This is an optimization exercise on Yosys and OpenROAD, whose aim is small area, a short achievable clock period and few clock cycles per item, not a production implementation. Function was checked by simulation only, so behaviour that the tests miss may differ from the original.

<file path="flow/config.mk">
export PLATFORM = sky130hd
export DESIGN_NAME = echo_measure
export DESIGN_NICKNAME = echo_measure
export VERILOG_FILES = /design/flow/design.v
export SDC_FILE = /design/flow/constraint.sdc
export NUM_CORES = 4
export LEC_CHECK = 0
export CAP_MARGIN = 20
export CORE_MARGIN = 2
export CORE_UTILIZATION = 40
export SLEW_MARGIN = 20
</file>
<file path="flow/constraint.sdc">
create_clock -name core_clock -period 12.0 [get_ports {clk}]
set_input_delay 2.4000 -clock core_clock [delete_from_list [all_inputs] [get_ports {clk}]]
set_output_delay 2.4000 -clock core_clock [all_outputs]
set_load 0.01 [all_outputs]
</file>
<file path="flow/design.v">
module echo_measure (
    input  wire        clk,
    input  wire        rst,
    input  wire        in_valid,
    output wire        in_ready,
    input  wire [19:0] wstart,     
    input  wire [2:0]  width,      
    input  wire [10:0] idx,        
    input  wire [19:0] peak,       
    input  wire [19:0] left,       
    input  wire [19:0] right,      
    input  wire        left_bg,    
    input  wire        right_bg,   
    input  wire [23:0] b16,        
    input  wire [30:0] run_sum,    
    input  wire [11:0] run_len,    
    input  wire [19:0] shots,      
    output reg         out_valid,
    input  wire        out_ready,
    output reg  [19:0] range,
    output reg  [3:0]  frac,
    output reg  [19:0] amp,
    output reg  [7:0]  qual
);
    reg  [3:0] cnt;
    wire idle = (cnt == 4'd0);
    wire last = (cnt == 4'd8);
    wire c1   = (cnt == 4'd1);
    wire c7   = (cnt == 4'd7);
    wire run  = !idle && !last;                  
    wire fire = last && (!out_valid || out_ready);
    assign in_ready = idle || (last && !out_valid);
    wire ld   = in_ready;                        
    wire take = in_valid && in_ready;
    always @(posedge clk) begin
        if (rst) begin
            cnt       <= 4'd0;
            out_valid <= 1'b0;
        end else begin
            if (take)
                cnt <= 4'd1;
            else if (run)
                cnt <= cnt + 4'd1;
            else if (fire)
                cnt <= 4'd0;
            if (fire)
                out_valid <= 1'b1;
            else if (out_ready)
                out_valid <= 1'b0;
        end
    end
    reg [19:0] r_ws;
    reg [10:0] r_idx;
    reg [2:0]  r_w;
    always @(posedge clk)
        if (ld) begin
            r_ws  <= wstart;
            r_idx <= idx;
            r_w   <= width;
        end
    reg signed [26:0] dS;
    reg [25:0] dDen;
    reg [10:0] dQ;
    reg        dNeg;
    reg [19:0] dP;
    wire [24:0] in_a16 = left_bg  ? {1'b0, b16} : {1'b0, left, 4'b0};
    wire [24:0] in_c16 = right_bg ? {1'b0, b16} : {1'b0, right, 4'b0};
    wire [24:0] p16   = {1'b0, dP, 4'b0};
    wire [24:0] du    = p16 - dS[24:0];          
    wire [24:0] dv    = p16 - dDen[24:0];        
    wire        dneg  = dv > du;                 
    wire [24:0] dmag  = dneg ? (dv - du) : (du - dv);
    wire [25:0] dden  = {1'b0, du} + {1'b0, dv};
    wire        dq10  = (dv == 25'd0);           
    wire signed [26:0] dt1 = {dS[25:0], 1'b0};
    wire signed [26:0] ds1 = dS[26] ? dt1 + $signed({1'b0, dDen}) : dt1 - $signed({1'b0, dDen});
    wire signed [26:0] dt2 = {ds1[25:0], 1'b0};
    wire signed [26:0] ds2 = ds1[26] ? dt2 + $signed({1'b0, dDen}) : dt2 - $signed({1'b0, dDen});
    wire [10:0] dQs   = dQ >> (3'd6 - r_w);
    wire [10:0] dm    = (dQs + 11'd1) >> 1;
    wire [26:0] base  = {3'b0, r_ws, 4'b0} + ({12'b0, r_idx, 4'b1000} << r_w) - 27'd8;
    always @(posedge clk) begin
        if (ld) begin
            dS   <= {2'b0, in_a16};
            dDen <= {1'b0, in_c16};
            dP   <= peak;
        end else if (c1) begin
            dS   <= dq10 ? 27'sd0 : $signed({2'b0, dmag});
            dDen <= dden;
            dQ   <= {10'b0, dq10};
            dNeg <= dneg;
        end else if (c7) begin
            dS   <= $signed(base);
            dDen <= {15'b0, dm};
        end else if (run) begin
            dS   <= ds2;
            dQ   <= {dQ[8:0], ~ds1[26], ~ds2[26]};
        end
    end
    wire signed [26:0] r16 = dNeg ? dS - $signed({1'b0, dDen}) : dS + $signed({1'b0, dDen});
    wire r_lo = r16[26];
    wire r_hi = !r16[26] && (r16[25:24] != 2'b00);
    reg signed [21:0] aS;
    reg [20:0] aF;
    reg [19:0] aN;
    reg [23:0] qB;
    wire [30:0] a_sum = {aS[21:0], aF[20:12]};
    wire [11:0] a_len = aF[11:0];
    wire [35:0] a_lb  = a_len * qB;
    wire [39:0] a_f   = {1'b0, a_sum, 8'b0} - {a_lb, 4'b0} + {21'b0, aN[19:1]};
    wire signed [21:0] aNs = $signed({2'b0, aN});
    wire signed [21:0] at1 = {aS[20:0], aF[20]};
    wire signed [21:0] as1 = aS[21]  ? at1 + aNs : at1 - aNs;
    wire signed [21:0] at2 = {as1[20:0], aF[19]};
    wire signed [21:0] as2 = as1[21] ? at2 + aNs : at2 - aNs;
    wire signed [21:0] at3 = {as2[20:0], aF[18]};
    wire signed [21:0] as3 = as2[21] ? at3 + aNs : at3 - aNs;
    always @(posedge clk) begin
        if (ld) begin
            aS <= run_sum[30:9];
            aF <= {run_sum[8:0], run_len};
            aN <= shots;
        end else if (c1) begin
            aS <= {3'b0, a_f[39:21]};
            aF <= a_f[20:0];
        end else if (run) begin
            aS <= as3;
            aF <= {aF[17:0], ~as1[21], ~as2[21], ~as3[21]};
        end
    end
    reg signed [25:0] qS;
    reg [17:0] qD;
    reg        qHi;
    reg [9:0]  iR;
    reg [7:0]  iRoot;
    wire [23:0] in_x = {peak, 4'b0} - b16;       
    wire [19:0] xq = qS[19:0];
    reg  [39:0] xsq;
    integer i;
    always @* begin
        xsq = 40'd0;
        for (i = 0; i < 20; i = i + 1)
            xsq[2*i] = xq[i];
        for (i = 0; i < 19; i = i + 1)
            xsq = xsq + ((xq[i] ? ({20'b0, xq} >> (i + 1)) : 40'd0) << (2 * i + 2));
    end
    wire signed [25:0] qBs = $signed({2'b0, qB});
    wire signed [25:0] qt1 = {qS[24:0], qD[17]};
    wire signed [25:0] qs1 = qS[25]  ? qt1 + qBs : qt1 - qBs;
    wire signed [25:0] qt2 = {qs1[24:0], qD[16]};
    wire signed [25:0] qs2 = qs1[25] ? qt2 + qBs : qt2 - qBs;
    wire signed [25:0] qt3 = {qs2[24:0], qD[15]};
    wire signed [25:0] qs3 = qs2[25] ? qt3 + qBs : qt3 - qBs;
    wire        odd   = cnt[0];
    wire [1:0]  pA    = {qD[3] & (cnt != 4'd3), qD[2]};
    wire [11:0] iTA   = {iR, pA};
    wire [9:0]  iSA   = {iRoot, 2'b01};
    wire        iGA   = iTA >= {2'b0, iSA};
    wire [9:0]  iRA   = iGA ? iTA - {2'b0, iSA} : iTA[9:0];
    wire [7:0]  iQA   = {iRoot[6:0], iGA};
    wire [9:0]  iR0   = odd ? iRA : iR;
    wire [7:0]  iQ0   = odd ? iQA : iRoot;
    wire [1:0]  pB    = odd ? qD[1:0] : qD[2:1];
    wire [11:0] iTB   = {iR0, pB};
    wire [9:0]  iSB   = {iQ0, 2'b01};
    wire        iGB   = iTB >= {2'b0, iSB};
    wire [9:0]  iRB   = iGB ? iTB - {2'b0, iSB} : iTB[9:0];
    wire [7:0]  iQB   = {iQ0[6:0], iGB};
    always @(posedge clk) begin
        if (ld) begin
            qS <= {2'b0, in_x};
            qB <= b16;
        end else if (c1) begin
            qHi <= |qS[23:20];
            qS  <= {3'b0, xsq[39:17]};
            qD  <= {xsq[16:0], 1'b0};
            qB  <= (qB[23:4] == 20'd0) ? 24'd16 : qB;
            iR    <= 10'd0;
            iRoot <= 8'd0;
        end else if (run) begin
            qS <= qs3;
            qD <= {qD[14:0], ~qs1[25], ~qs2[25], ~qs3[25]};
            if (cnt >= 4'd3) begin
                iR    <= iRB;
                iRoot <= iQB;
            end
        end
    end
    always @(posedge clk) begin
        if (fire) begin
            range <= r_lo ? 20'd0 : r_hi ? 20'hFFFFF : r16[23:4];
            frac  <= r_lo ? 4'd0  : r_hi ? 4'd15     : r16[3:0];
            amp   <= aF[17] ? 20'hFFFFF : {aF[16:0], ~as1[21], ~as2[21], ~as3[21]};
            qual  <= (qHi || qD[17]) ? 8'd255 : iQB;
        end
    end
endmodule
</file>
<file path="flow/run.sh">
#!/bin/bash
# synth_recipe.tcl (not shown) runs the flow's synth.tcl, then flattens the netlist and writes it again
# the make line also repeats each setting of config.mk as NAME=value (left out here)
make -C /OpenROAD-flow-scripts/flow DESIGN_CONFIG=/design/flow/config.mk WORK_HOME=/design/flow/orfs CLKGATE_MAP_FILE= SYNTH_SCRIPT=/design/flow/synth_recipe.tcl finish
</file>
==> flow_summary.toml <==
[critical_path]
critical-path-max-stage-delay_ps = 470
worst_ep_arrival_time_ps = 11430
crit_type = "reg -> reg"
ff2ff_path_depth = 48
worstSetupEndpointType = "flop"
rr_endpoint = "qD[0]$_SDFFCE_PP0P_"
reg2reg_slack_ps = 910
crit_fanout = 16
r2r-start = "qB[2]$_SDFFCE_PP0P_"
critPathLaunchType = "flop"
cp.required_ps = 12340
slowest_stage = "xor3_1"

[min_path]
min_from = "dS[26]$_SDFFE_PN0P_"
hold_depth = 1
worstHoldPathType = "reg -> reg"
hold_end = "dS[26]$_SDFFE_PN0P_"

[logic_synthesis]
avgSynthCellArea_um2 = 8.39
synth-simple-area-share_pct = 16.8
synthAdderAreaFrac_pct = 29.6
synth_compound_area_share_pct = 18.0
netlist_instances = 6686
ys_seq_area_share_pct = 17.3
yosysWarningCount = 1
synth_area_um2 = 56100
ys_ff_latch = 326
syn_nets = 7970
synth_top_family_by_area = "adder cells"
synth_top_flop_cell = "edfxtp_1"
synthXorXnorAreaFrac_pct = 9.04
synth_cell_types = 103
async_reset_ff_share_pct = 0
synth_edf_count = 316
synthMuxAreaShare_pct = 2.69

[flow_run]
maxCapViolCount = 0

[layout]
area_delta_synth_final_pct = 10.7
drive_above_1_share_pct = 4.52
final_common_cell = "ha_1"
final_cell_area_um2 = 62100
nNetsFinal = 8080
final_cell_mix = "ha_1, inv_1, nand2_1, nor2_1, a21oi_1"

[die]
initial_core_util_pct = 40.3
die_area_um2 = 143000
die_x_um = 378
rows = 137
io_pins = 241
core_um2 = 139000
chipHeight_um = 378

[timing]
tightest_slew_ps = 1180
hold_viol = 0
clock_skew_ps = 40.9
fin_crit_sh_pct = 92.4
rsz0062_at_grt = "no"
relSlewSlack_pct = 21.3
finalMaxSlewViolations = 0
setup_viol = 0
max_freq_mhz = 90.2
fin_crit_ps = 11090
tns_ps = 0

[placed_design]
dp.final_hpwl_um = 157000
io_buffers = 240
gp_congestion = 0.962
postPlaceCellArea_um2 = 60600

[detailed_routing]
vias = 49500
viasPerCell = 5.68
firstDrtPassIters = 6
ant_nets = 0
wl_um = 195000
wl_per_cell_um = 22.4
drt_iter0_drc = 4577
drcViolationCount = 0

[global_routing]
antenna_found_initial = 11
grt_pass1_vias = 47500
overflow = 0
grtUsageTotal_pct = 26.7
grt_pass1_wl_um = 291000
grt_max_degree = 68

[clock_tree]
ctsHoldBuffers = 0
clk_latency_ps = 640
numCtsBuffers = 45
ctsResizeCount = 0
ctsLongestPathBuffers = 3
cts_setup_buffers = 0
cts_root_buf = "clkbuf_16"
cts_tree = "built"
clock_sinks = 326
cts.clk_slew.worst_paths_ps = 60
htree_levels = 2

[run_status]
status = "complete, no violations"
[cells by family after synthesis]
family | Yosys count
AND/OR/NAND/NOR | 1988
multiplexers | 143
adder cells (fa/ha/maj) | 1097
XOR/XNOR | 571
buffers and inverters | 966
flip-flops | 326
AO/OA/AOI/OAI | 1595
[final cells by class]
type / count / area (µm²)
clock inverters: 32 / 241
multi-input cells: 5394 / 42900
diodes: 5 / 12.5
clock buffers: 50 / 1190
inverters: 687 / 2580
repair buffers: 342 / 3160
well taps: 1876 / 2350
fillers: 13800 / 77300
flip-flops and latches: 326 / 9690
[critical path: cells and delay by family, from the launching register on]
kind / cells / cell delay, ps
AO/OA/AOI/OAI: 16 / 3590
AND/OR/NAND/NOR: 15 / 2530
XOR/XNOR: 9 / 2170
adder cells (fa/ha/maj): 3 / 1060
flip-flops: 1 / 400
buffers and inverters: 5 / 1030
[routing by layer]
| metal | vias to the layer above | wire length, µm | track usage, % |
|---|---|---|---|
| met4 | 4 | 7100 | 9.31 |
| met2 | 1971 | 82800 | 40.1 |
| met1 | 23900 | 88800 | 38.7 |
| li1 | 23300 | - | - |
| met3 | 272 | 16200 | 3.84 |
| met5 | - | 23 | 0 |
[state kept, by name, indices dropped and copies added (netlist names), 3 cells and up]
| name | cells |
|---|---|
| aF | 21 |
| aN | 20 |
| aS | 22 |
| amp | 20 |
| cnt | 4 |
| dDen | 26 |
| dP | 20 |
| dQ | 11 |
| dS | 27 |
| frac | 4 |
| iR | 10 |
| iRoot | 8 |
| qB | 24 |
| qD | 18 |
| qS | 26 |
| qual | 8 |
| r_idx | 11 |
| r_w | 3 |
| r_ws | 20 |
| range | 20 |
[synthesized netlist by cell type, types with 57 or more instances]
cell      count  share of area (%)
xnor2_1     343                5.4
a21o_1      174                2.3
nand2_1     623                4.2
o21bai_1     80                1.1
nand2b_1     87               0.97
edfxtp_1    316                 17
inv_1       680                4.6
clkbuf_1    226                1.5
o21ai_0     286                2.6
fa_1        382                 14
a21oi_1     552                4.9
ha_1        715                 16
xor2_1      223                3.5
nor3_1      107               0.95
a211oi_1     57               0.76
mux2i_1     115                2.1
and2_1      196                2.2
nand3_1      80               0.71
nor2b_1      76               0.85
nor2_1      562                3.8
[stage by stage]
step	hold slack, ps	std cells	worst slack [ps]	utilization [%]
after floorplan	473	6686	1570	-
after global placement	483	8625	590	43.5
after detailed placement	490	8625	569	43.5
after CTS	504	8707	490	44.5
after global routing	545	8708	80.1	44.5
final	503	8712	912	44.6
[how the worst max path moves through the flow]
stage	startpoint	end	slack, ps	cells after the start
global placement	aN[2]$_DFFE_PN_	aF[0]$_DFFE_PP_	590	47
finish	qB[2]$_SDFFCE_PP0P_	qD[0]$_SDFFCE_PP0P_	910	48
global route	aN[2]$_DFFE_PN_	aF[0]$_DFFE_PP_	80	47
CTS	aN[2]$_DFFE_PN_	aF[0]$_DFFE_PP_	490	46
detailed placement	aN[2]$_DFFE_PN_	aF[0]$_DFFE_PP_	570	45
floorplan	qB[2]$_SDFFCE_PP0P_	qD[0]$_SDFFCE_PP0P_	1570	46
Testbench counts, summed over its fixed seeds: cycles 10,256, items 1,280.

-- port drivers added, routing unchanged --
How much do the figures lean on ideal ports? The routed layout below was timed once more, with nothing changed but the port constraints. Step 1 (the two cells are an assumption about what drives the block):
set clk [get_ports {clk}]
set_driving_cell -lib_cell sky130_fd_sc_hd__clkbuf_16 $clk
set_driving_cell -lib_cell sky130_fd_sc_hd__buf_2 [delete_from_list [all_inputs] $clk]
Step 2 times the ports against the registers' clock, not the clock port: input delays grow and output delays shrink by t, the midpoint of the rising clock arrivals with the driver on. Slacks: ideal ports / drivers / drivers and shift; pairs: ideal ports / drivers.
t (ns): 0.694
setup WS [ns]: 0.912 / 0.912 / 0.912
latest minus earliest clock arrival (ns): 0.046 / 0.046
slew at the worst register clock pin (ns): 0.08 / 0.08
pins driven straight from the clock port: 1
After both steps this run still meets setup and hold. The setup slack of this run moves by 0.000 ns with the drivers and by 0.000 ns with both steps.
